This design comes from an exercise in tuning for small area and a short achievable clock period on the open sky130 flow, not from production work.
RTL that was checked went through simulation tests only; none was proved equivalent to the original.
Power and IR drop assume default switching activity.

==> flow/design.v <==
module bcdec (
    input  wire         clk,
    input  wire         rst,
    input  wire         in_valid,
    input  wire [511:0] data,
    input  wire [63:0]  bpar,
    input  wire [63:0]  cpar,
    output reg          out_valid,
    output reg  [511:0] dout,
    output reg  [1:0]   kind,
    output reg  [2:0]   loc_word,
    output reg  [2:0]   loc_byte,
    output reg  [2:0]   loc_bit
);
    wire [63:0] bf, cm;
    genvar gi;
    generate
        for (gi = 0; gi < 64; gi = gi + 1) begin : g_par
            bcdec_par9 u_bf (.x({bpar[gi], data[8*gi +: 8]}), .y(bf[gi]));
            bcdec_par9 u_cm (.x({cpar[gi], data[448+gi], data[384+gi], data[320+gi],
                                 data[256+gi], data[192+gi], data[128+gi], data[64+gi],
                                 data[gi]}), .y(cm[gi]));
        end
    endgenerate
    wire [63:0]  cmg;
    wire [1:0]   k;
    wire [2:0]   lw, lb, lj;
    bcdec_judge u_judge (.bf(bf), .cm(cm), .cmg(cmg), .kind(k),
                         .loc_word(lw), .loc_byte(lb), .loc_bit(lj));
    wire [511:0] fixed;
    generate
        for (gi = 0; gi < 512; gi = gi + 1) begin : g_fix
            bcdec_fix u_fix (.d(data[gi]), .a(bf[8*(gi/64) + (gi%64)/8]),
                             .b(cmg[gi%64]), .y(fixed[gi]));
        end
    endgenerate
    always @(posedge clk) begin
        if (rst)
            out_valid <= 1'b0;
        else
            out_valid <= in_valid;
        dout     <= fixed;
        kind     <= k;
        loc_word <= lw;
        loc_byte <= lb;
        loc_bit  <= lj;
    end
endmodule
module bcdec_xor2 (input wire a, input wire b, output wire y);
    assign y = a ^ b;
endmodule
module bcdec_par9 (input wire [8:0] x, output wire y);
    wire [3:0] l1;
    wire [1:0] l2;
    wire       l3;
    bcdec_xor2 u0 (.a(x[0]), .b(x[1]), .y(l1[0]));
    bcdec_xor2 u1 (.a(x[2]), .b(x[3]), .y(l1[1]));
    bcdec_xor2 u2 (.a(x[4]), .b(x[5]), .y(l1[2]));
    bcdec_xor2 u3 (.a(x[6]), .b(x[7]), .y(l1[3]));
    bcdec_xor2 u4 (.a(l1[0]), .b(l1[1]), .y(l2[0]));
    bcdec_xor2 u5 (.a(l1[2]), .b(l1[3]), .y(l2[1]));
    bcdec_xor2 u6 (.a(l2[0]), .b(x[8]), .y(l3));
    bcdec_xor2 u7 (.a(l3), .b(l2[1]), .y(y));
endmodule
module bcdec_fix (input wire d, input wire a, input wire b, output wire y);
    assign y = d ^ (a & b);
endmodule
module bcdec_judge (
    input  wire [63:0] bf,
    input  wire [63:0] cm,
    output wire [63:0] cmg,
    output wire [1:0]  kind,
    output wire [2:0]  loc_word,
    output wire [2:0]  loc_byte,
    output wire [2:0]  loc_bit
);
    function [1:0] am64(input [63:0] x);
        reg [63:0] a, m;
        integer s, i;
        begin
            a = x;
            m = 64'd0;
            for (s = 32; s >= 1; s = s / 2)
                for (i = 0; i < s; i = i + 1) begin
                    m[i] = m[2*i] | m[2*i+1] | (a[2*i] & a[2*i+1]);
                    a[i] = a[2*i] | a[2*i+1];
                end
            am64 = {m[0], a[0]};
        end
    endfunction
    wire [1:0] amb = am64(bf);
    wire [1:0] amc = am64(cm);
    wire ab = amb[0], mb = amb[1];
    wire ac = amc[0], mc = amc[1];
    wire g = ~(mb | mc);
    assign cmg = cm & {64{g}};
    reg [7:0] lane_b, lane_c, word_b;
    reg [2:0] ib, ic, iw;
    integer i;
    always @* begin
        lane_b = 8'd0; lane_c = 8'd0; word_b = 8'd0; ib = 3'd0; ic = 3'd0; iw = 3'd0;
        for (i = 0; i < 64; i = i + 1) begin
            lane_b[i%8] = lane_b[i%8] | bf[i];
            word_b[i/8] = word_b[i/8] | bf[i];
            lane_c[i/8] = lane_c[i/8] | cm[i];
            ic = ic | ({3{cm[i]}} & i[2:0]);
        end
        for (i = 0; i < 8; i = i + 1) begin
            ib = ib | ({3{lane_b[i]}} & i[2:0]);
            iw = iw | ({3{word_b[i]}} & i[2:0]);
        end
    end
    wire match = |(lane_b & lane_c);
    wire sb    = ab & ~mb;
    wire clean = ~ab & ~ac;
    wire k1    = sb & ac & ~mc & match;
    wire k2    = sb & ~ac;
    assign kind     = {~clean & ~k1, ~clean & ~k2};
    assign loc_word = (k1 | k2) ? iw : 3'd0;
    assign loc_byte = (k1 | k2) ? ib : 3'd0;
    assign loc_bit  = k1 ? ic : 3'd0;
endmodule
Settings: LEC_CHECK=0, CAP_MARGIN=20, CORE_AREA=5 5 295 295, DIE_AREA=0 0 300 300, SLEW_MARGIN=20, SYNTH_HIERARCHICAL=1, SYNTH_MINIMUM_KEEP_SIZE=0; clock period 12.0 ns.
standard.sh (not shown) runs the stock make flow with config.mk's settings and CLKGATE_MAP_FILE= SYNTH_SCRIPT=/design/flow/synth_recipe.tcl, a recipe that flattens the netlist after the stock synthesis.
==> flow/flow/run.sh <==
#!/bin/bash
# The standard layout, with small buffers on the ports in place of the
# default delay-cell buffers, and pins allowed on every routing track so that
# a smaller die holds all 1167 ports.
set -euo pipefail
export BUFFER_PORTS_ARGS="-buffer_cell sky130_fd_sc_hd__buf_2"
export PLACE_PINS_ARGS="-min_distance 1 -min_distance_in_tracks"
bash standard.sh > standard_make.log 2>&1
Change:
==> flow/flow/run.sh (replaced) <==
#!/bin/bash
# The standard layout, with small buffers on the ports in place of the
# default delay-cell buffers.
set -euo pipefail
export BUFFER_PORTS_ARGS="-buffer_cell sky130_fd_sc_hd__buf_2"
bash standard.sh > standard_make.log 2>&1
--- a/flow/config.mk
+++ b/flow/config.mk
@@ -9,2 +9,2 @@
-export CORE_AREA = 5 5 295 295
-export DIE_AREA = 0 0 300 300
+export CORE_AREA = 5 5 275 275
+export DIE_AREA = 0 0 280 280
This time the run ended with an error in I/O pin placement.
Area after synthesis stays the same.
Synthesized cell count does not change.
Function was not checked in any run of this note: the RTL went through the layout flow alone.


P:
bcdec, a different RTL version from the one above (not shown whole).
Size in the first run: about 3100 cells after synthesis, roughly 660 flip-flops, roughly 1200 I/O pins.
==> flow/design.v (excerpt) <==
module bcdec (
    input  wire         clk,
    input  wire         rst,
    input  wire         in_valid,
    input  wire [511:0] data,
    input  wire [63:0]  bpar,
    input  wire [63:0]  cpar,
    output reg          out_valid,
    output wire [511:0] dout,
    output wire [1:0]   kind,
    output wire [2:0]   loc_word,
    output wire [2:0]   loc_byte,
    output wire [2:0]   loc_bit
);
Settings: LEC_CHECK=0, CAP_MARGIN=20, CORE_AREA=5 5 635 155, CTS_BUF_LIST=sky130_fd_sc_hd__clkbuf_8, CTS_CLUSTER_SIZE=24, DIE_AREA=0 0 640 160, SLEW_MARGIN=20, SYNTH_HIERARCHICAL=1, SYNTH_MINIMUM_KEEP_SIZE=0; clock period 12.0 ns.
==> flow/flow/run.sh <==
#!/bin/bash
# The standard layout, with the smallest buffers on the ports in place of
# the default delay-cell buffers. Timing repair aims past the clock period so
# that the layout reaches a shorter period.
set -euo pipefail
export BUFFER_PORTS_ARGS="-buffer_cell sky130_fd_sc_hd__buf_1"
export SETUP_SLACK_MARGIN=7.5
bash standard.sh > standard_make.log 2>&1
P finished end to end and its layout was clean on timing, DRC and antenna.
## Diff of input files: Q against P
-- flow/config.mk --
<<< P, line 9
export CORE_AREA = 5 5 635 155
export CTS_BUF_LIST = sky130_fd_sc_hd__clkbuf_8
export CTS_CLUSTER_SIZE = 24
export DIE_AREA = 0 0 640 160
export SLEW_MARGIN = 20
>>> Q, line 9
export CORE_AREA = 5 5 635 155
export CTS_BUF_LIST = sky130_fd_sc_hd__clkbuf_8
export DIE_AREA = 0 0 640 160
export SLEW_MARGIN = 20
Notes after the runs:
Q -> P: wire length delta 0, exact match. From Q to P, internal portion of total power did not move at all. Changes observed in Q relative to P: number of design-rule violations left by the first detailed-router iteration has remained practically unchanged, floorplan die area has remained practically unchanged, synthesized netlist cell count has remained practically unchanged. Comparing P with Q, the simple-gate share of the synthesized area came out essentially unchanged. From Q to P, number of max-cap violations did not move at all. Re instance count along the most critical hold path: no difference whatsoever between P and Q. On wire length of the first global-routing pass, P tracks Q almost exactly.
The following lists how R was set up differently from Q:
==> flow/flow/run.sh <==
#!/bin/bash
# The standard layout, with the smallest buffers on the ports in place of
# the default delay-cell buffers, and the pins on the top and bottom edges only
# of a wide, low die. Timing repair aims past the clock period so that the
# layout reaches a shorter period.
set -euo pipefail
export BUFFER_PORTS_ARGS="-buffer_cell sky130_fd_sc_hd__buf_1"
export PLACE_PINS_ARGS="-exclude left:* -exclude right:*"
export SETUP_SLACK_MARGIN=7.5
bash standard.sh > standard_make.log 2>&1
-- flow/config.mk --
<<< Q, line 7
export LEC_CHECK = 0
export CAP_MARGIN = 20
export CORE_AREA = 5 5 635 155
export CTS_BUF_LIST = sky130_fd_sc_hd__clkbuf_8
export DIE_AREA = 0 0 640 160
export SLEW_MARGIN = 20
export SYNTH_HIERARCHICAL = 1
>>> R, line 7
export LEC_CHECK = 0
export CAP_MARGIN = 20
export CORE_AREA = 5 5 595 125
export CTS_BUF_LIST = sky130_fd_sc_hd__clkbuf_8
export CTS_CLUSTER_SIZE = 24
export DIE_AREA = 0 0 600 130
export SLEW_MARGIN = 20
export SYNTH_HIERARCHICAL = 1
Findings:
[compare] base=Q new=R: fraction of area in multi-input gates went up 1.1 points, height of the die lost 19%, final instance count without filler cells -313. Both conditions hold for Q: the flow ran to the end and the final layout passed the timing, design-rule and antenna checks. R completed; timing, DRC and antenna clean.
### R -> S
==> flow/flow/run.sh <==
#!/bin/bash
# The standard layout, with the smallest buffers on the ports in place of
# the default delay-cell buffers. Timing repair aims past the clock period so
# that the layout reaches a shorter period.
set -euo pipefail
export BUFFER_PORTS_ARGS="-buffer_cell sky130_fd_sc_hd__buf_1"
export SETUP_SLACK_MARGIN=7.5
bash standard.sh > standard_make.log 2>&1
==> flow/config.mk <==
export PLATFORM = sky130hd
export DESIGN_NAME = bcdec
export DESIGN_NICKNAME = bcdec
export VERILOG_FILES = /design/flow/design.v
export SDC_FILE = /design/flow/constraint.sdc
export NUM_CORES = 4
export LEC_CHECK = 0
export CAP_MARGIN = 20
export CORE_AREA = 5 5 595 195
export CTS_BUF_LIST = sky130_fd_sc_hd__clkbuf_8
export CTS_CLUSTER_SIZE = 24
export DIE_AREA = 0 0 600 200
export SLEW_MARGIN = 20
export SYNTH_HIERARCHICAL = 1
export SYNTH_MINIMUM_KEEP_SIZE = 0
## What came out
Per the comparison of S with R, biggest cell delay along the critical path was more or less identical; depth of the critical timing path with buffers and inverters included went down by 1. Relative to R, S improves maximum clock frequency. | post-route worst hold slack | S vs R | 0.050 ns lower |. S ends up with a global-route usage that is 9.5 points lower than in R. one_q[2]$_DFF_P_ as the destination of the critical timing path was reported by R, and one_q[5]$_DFF_P_ by S. R has lower peak supply drop than S. R → S: proportion of layout cells with a drive suffix above 1 has increased, core utilization of the finished layout -20 points, count of buffers not belonging to the clock network in the layout decreased by 11 relative to the old numbers, worst setup slack moved up, number of vias in the routed layout rose by 104. S reached the final stage; the timing, design-rule and antenna checks on its layout passed.

## separate check: timing with driven ports
No port has a modelled driver above. Below, the same layouts with a new extraction and two added sets of constraints. Step 1 sets driving cells, clkbuf_16 on the clock port and buf_2 on the other inputs (assumed; they add their load-dependent delay and slew). Step 2 adds t to the input delays and takes it off the output delays; t is the mean of the earliest and latest rising clock arrival at the registers after step 1. Input paths then give back, and output paths get back, about the clock's delay inside the block. a / b / c = ideal / step 1 / step 2; a / b = the first two.
run | t, ns | setup slack, ns | worst hold slack (ns) | clock arrival spread, ns | worst data-port slew with drivers (ns)
the first run of note 1 | 0.695 | 5.122 / 5.150 / 4.455 | 1.962 / 1.952 / 2.647 | 0.030 / 0.029 | 0.18
P | 0.786 | 7.483 / 7.443 / 6.743 | 1.834 / 1.789 / 2.575 | 0.044 / 0.044 | 0.16
Q | 0.786 | 7.483 / 7.443 / 6.743 | 1.834 / 1.789 / 2.575 | 0.044 / 0.044 | 0.16
R | 0.748 | 7.409 / 7.439 / 6.691 | 1.858 / 1.825 / 2.573 | 0.046 / 0.046 | 0.11
S | 0.809 | 7.440 / 7.456 / 6.647 | 1.807 / 1.772 / 2.581 | 0.046 / 0.046 | 0.14
After both steps setup and hold are still met in every run listed. For S, which loses most, drivers alone change the setup slack by +0.016 ns; drivers and shift together by -0.793 ns.
